This is an optimization exercise on Yosys and OpenROAD, whose aim is small area, not a production implementation. Only simulation tests tie the RTL to the original design; equivalence was not proved. No activity file was given, so power comes from the tool's default toggle rates.

==> run a <==
// cvu_pair
module cvu_pair (
    input  wire        clk,
    input  wire        rst,
    input  wire        sel,
    input  wire        we,
    input  wire [6:0]  addr,
    input  wire [31:0] wdata,
    output reg  [31:0] rdata,
    output wire [1:0]  done
);
==> flow/config.mk <==
export PLATFORM = sky130hd
export DESIGN_NAME = cvu_pair
export DESIGN_NICKNAME = cvu_pair
export VERILOG_FILES = /design/flow/design.v
export SDC_FILE = /design/flow/constraint.sdc
export NUM_CORES = 4
export LEC_CHECK = 0
export CAP_MARGIN = 20
export CORE_MARGIN = 2
export CORE_UTILIZATION = 40
export CTS_BUF_LIST = sky130_fd_sc_hd__clkbuf_16
export CTS_CLUSTER_DIAMETER = 70
export CTS_CLUSTER_SIZE = 24
export PLACE_DENSITY = 0.85
export SLEW_MARGIN = 20
==> flow/constraint.sdc <==
create_clock -name core_clock -period 10.0 [get_ports {clk}]
set_input_delay 2.0000 -clock core_clock [delete_from_list [all_inputs] [get_ports {clk}]]
set_output_delay 2.0000 -clock core_clock [all_outputs]
set_load 0.01 [all_outputs]
standard.sh (not shown) runs the stock make flow with config.mk's settings and CLKGATE_MAP_FILE= SYNTH_SCRIPT=/design/flow/synth_recipe.tcl, a recipe that flattens the netlist after the stock synthesis.
==> flow/flow/run.sh <==
#!/bin/bash
set -euo pipefail
W=$(pwd)

# Synthesis script: ORFS's synth.tcl with only its ABC call changed
sed 's|^  log_cmd abc {\*}\$abc_args$|  log_cmd abc {*}$lib_args {*}$lib_dont_use_args|' \
    "$FLOW_HOME/scripts/synth.tcl" > own_synth_body.tcl
grep -q '^  log_cmd abc {\*}\$lib_args {\*}\$lib_dont_use_args$' own_synth_body.tcl
sed "s|source \$::env(SCRIPTS_DIR)/synth.tcl|source $W/own_synth_body.tcl|" synth_recipe.tcl > own_synth.tcl
grep -q own_synth_body own_synth.tcl

# The standard synthesis, for its registers, in a folder of its own
sed "s|WORK_HOME=[^ ]*|WORK_HOME=$W/ref|" standard.sh > ref.sh
bash ref.sh synth > synth_ref.log 2>&1

# This flow's synthesis, where the layout continues from
sed "s|SYNTH_SCRIPT=[^ ]*|SYNTH_SCRIPT=$W/own_synth.tcl|" standard.sh > own.sh
grep -q "SYNTH_SCRIPT=$W/own_synth.tcl" own.sh
bash own.sh synth > synth_own.log 2>&1

regs() {
    grep -oE '^\s*sky130_fd_sc_hd__\S*(df|dl)\S*\s+\S+' "$1" | awk '{print $1, $2}' | sort
}
REF=ref/results/$FLOW_PLATFORM/cvu_pair/base/1_2_yosys.v
OWN=orfs/results/$FLOW_PLATFORM/cvu_pair/base/1_2_yosys.v
regs "$REF" > regs_ref.txt
regs "$OWN" > regs_own.txt
if [[ -s regs_ref.txt ]] && cmp -s regs_ref.txt regs_own.txt; then
    echo "registers match the standard synthesis ($(wc -l < regs_own.txt))" > regs_check.log
else
    echo "registers differ from the standard synthesis: using it" > regs_check.log
    rm -rf orfs
fi

# Ports get the smallest buffer; the repair steps size them up where needed
sed 's|"\${@:-finish}"|BUFFER_PORTS_ARGS="-buffer_cell sky130_fd_sc_hd__buf_1" "${@:-finish}"|' standard.sh > layout.sh
grep -q BUFFER_PORTS_ARGS layout.sh
bash layout.sh > layout.log 2>&1
==> run b: changes against run a <==
Settings changed: PLACE_DENSITY 0.85 to 0.75.
==> summary of the runs <==
- Against run b, the hold slack of run a is worse by 0.0070 ns.
- Between run b and run a, the lower utilization is in run b (gap 0.069 points).
- Run a went through all stages and came out clean. Run b went through all stages and came out clean.
- Maximum frequency: run b is larger than run a (3.5%).
- First-iteration DRC count: run a is higher than run b (about 7%).
- In run a the clock power is larger than in run b, by about 6%.
- In run b the worst setup slack is higher than in run a, by 0.27 ns.
- Of run a and run b, run b has the higher sequential share of layout area (gap 0.062 points).


==> v29: inputs <==
cvu_pair again, from the RTL that the note above started with.
export LEC_CHECK = 0
export CAP_MARGIN = 20
export CORE_MARGIN = 2
export CORE_UTILIZATION = 40
export CTS_BUF_LIST = sky130_fd_sc_hd__clkbuf_8
export GPL_TIMING_DRIVEN = 0
export PLACE_DENSITY = 0.6
export SLEW_MARGIN = 20
create_clock -name core_clock -period 10.0 [get_ports {clk}]
Scripts as last shown in full above: flow/flow/run.sh
==> v27: changes against v29 <==
CTS_BUF_LIST = sky130_fd_sc_hd__clkbuf_16   (was sky130_fd_sc_hd__clkbuf_8)
CTS_CLUSTER_DIAMETER = 76   (was default)
CTS_CLUSTER_SIZE = 26   (was default)
GPL_TIMING_DRIVEN = default   (was 0)
PLACE_DENSITY = 0.75   (was 0.6)
==> v16: changes against v29 <==
CORE_UTILIZATION = 55   (was 40)
CTS_BUF_LIST = sky130_fd_sc_hd__clkbuf_16   (was sky130_fd_sc_hd__clkbuf_8)
CTS_CLUSTER_DIAMETER = 70   (was default)
CTS_CLUSTER_SIZE = 24   (was default)
GPL_TIMING_DRIVEN = default   (was 0)
PLACE_DENSITY = 0.7   (was 0.6)
==> impl_metrics.csv <==
group,metric,value,unit
sta,max_slew.worst_pin.slew,1.16,ns
pwr,p_seq_share,31.0,%
run_status,status,"timing/DRC/antenna clean",
floorplan,floorplan.initialDensity,40.5,%
routing,met3WireLength,8830,um
cells_and_area,final_nets,2620,
global_route,grt_start_max_net_pins,37,
routing,detailedRoute.firstPassIterationCount,6,
cells_and_area,clock_buffers,67,
pwr,clockPowerShare,20.2,%
cts,root_buffer,"clkbuf_8",
setup_path,critical_path_peak_fanout,20,
The numbers above come from v29.

==> impl_metrics.csv <==
group,metric,value,unit
cells_and_area,clock_buffers,26,
run_status,status,"timing/DRC/antenna clean",
setup_path,critical_path_peak_fanout,32,
global_route,grt_start_max_net_pins,52,
pwr,clockPowerShare,18.5,%
sta,max_slew.worst_pin.slew,1.19,ns
The numbers above come from v16.

==> impl_metrics.csv <==
group,metric,value,unit
pwr,clockPowerShare,15.7,%
sta,max_slew.worst_pin.slew,1.18,ns
floorplan,floorplan.initialDensity,40.5,%
routing,detailedRoute.firstPassIterationCount,6,
routing,detail_route.iter0.violations,3737,
routing,met3WireLength,12000,um
run_status,status,"timing/DRC/antenna clean",
setup_path,critical_path_peak_fanout,98,
global_route,grt_start_max_net_pins,99,
The numbers above come from v27.

==> port drivers added, routing unchanged <==
No port has a modelled driver above. Below, the same layouts with a new extraction and two added sets of constraints. Step 1: set_driving_cell puts a clkbuf_16 on clk and a buf_2 on each other input, an assumption about the parent block. Step 2 times the ports against the registers' clock, not the clock port: input delays grow and output delays shrink by t, the midpoint of the rising clock arrivals with the driver on. Slacks: ideal ports / drivers / drivers and shift; pairs: ideal ports / drivers.
run | t (ns) | slack for setup (ns) | hold WS [ns] | latest minus earliest clock arrival (ns) | pins driven straight from the clock port
run a | 0.611 | 1.834 / 1.860 / 1.249 | 0.811 / 0.811 / 0.811 | 0.027 / 0.026 | 1
run b | 0.627 | 2.108 / 2.137 / 1.510 | 0.818 / 0.818 / 0.818 | 0.052 / 0.052 | 1
v29 | 0.708 | 0.900 / 0.926 / 0.218 | 0.810 / 0.810 / 0.810 | 0.037 / 0.037 | 1
v27 | 0.614 | 2.109 / 2.138 / 1.524 | 0.810 / 0.810 / 0.810 | 0.052 / 0.052 | 1
v16 | 0.641 | 1.662 / 1.694 / 1.052 | 0.818 / 0.818 / 0.818 | 0.061 / 0.061 | 1
After both steps setup and hold are still met in every run listed. For v29, which loses most, drivers alone change the setup slack by +0.026 ns; drivers and shift together by -0.682 ns.
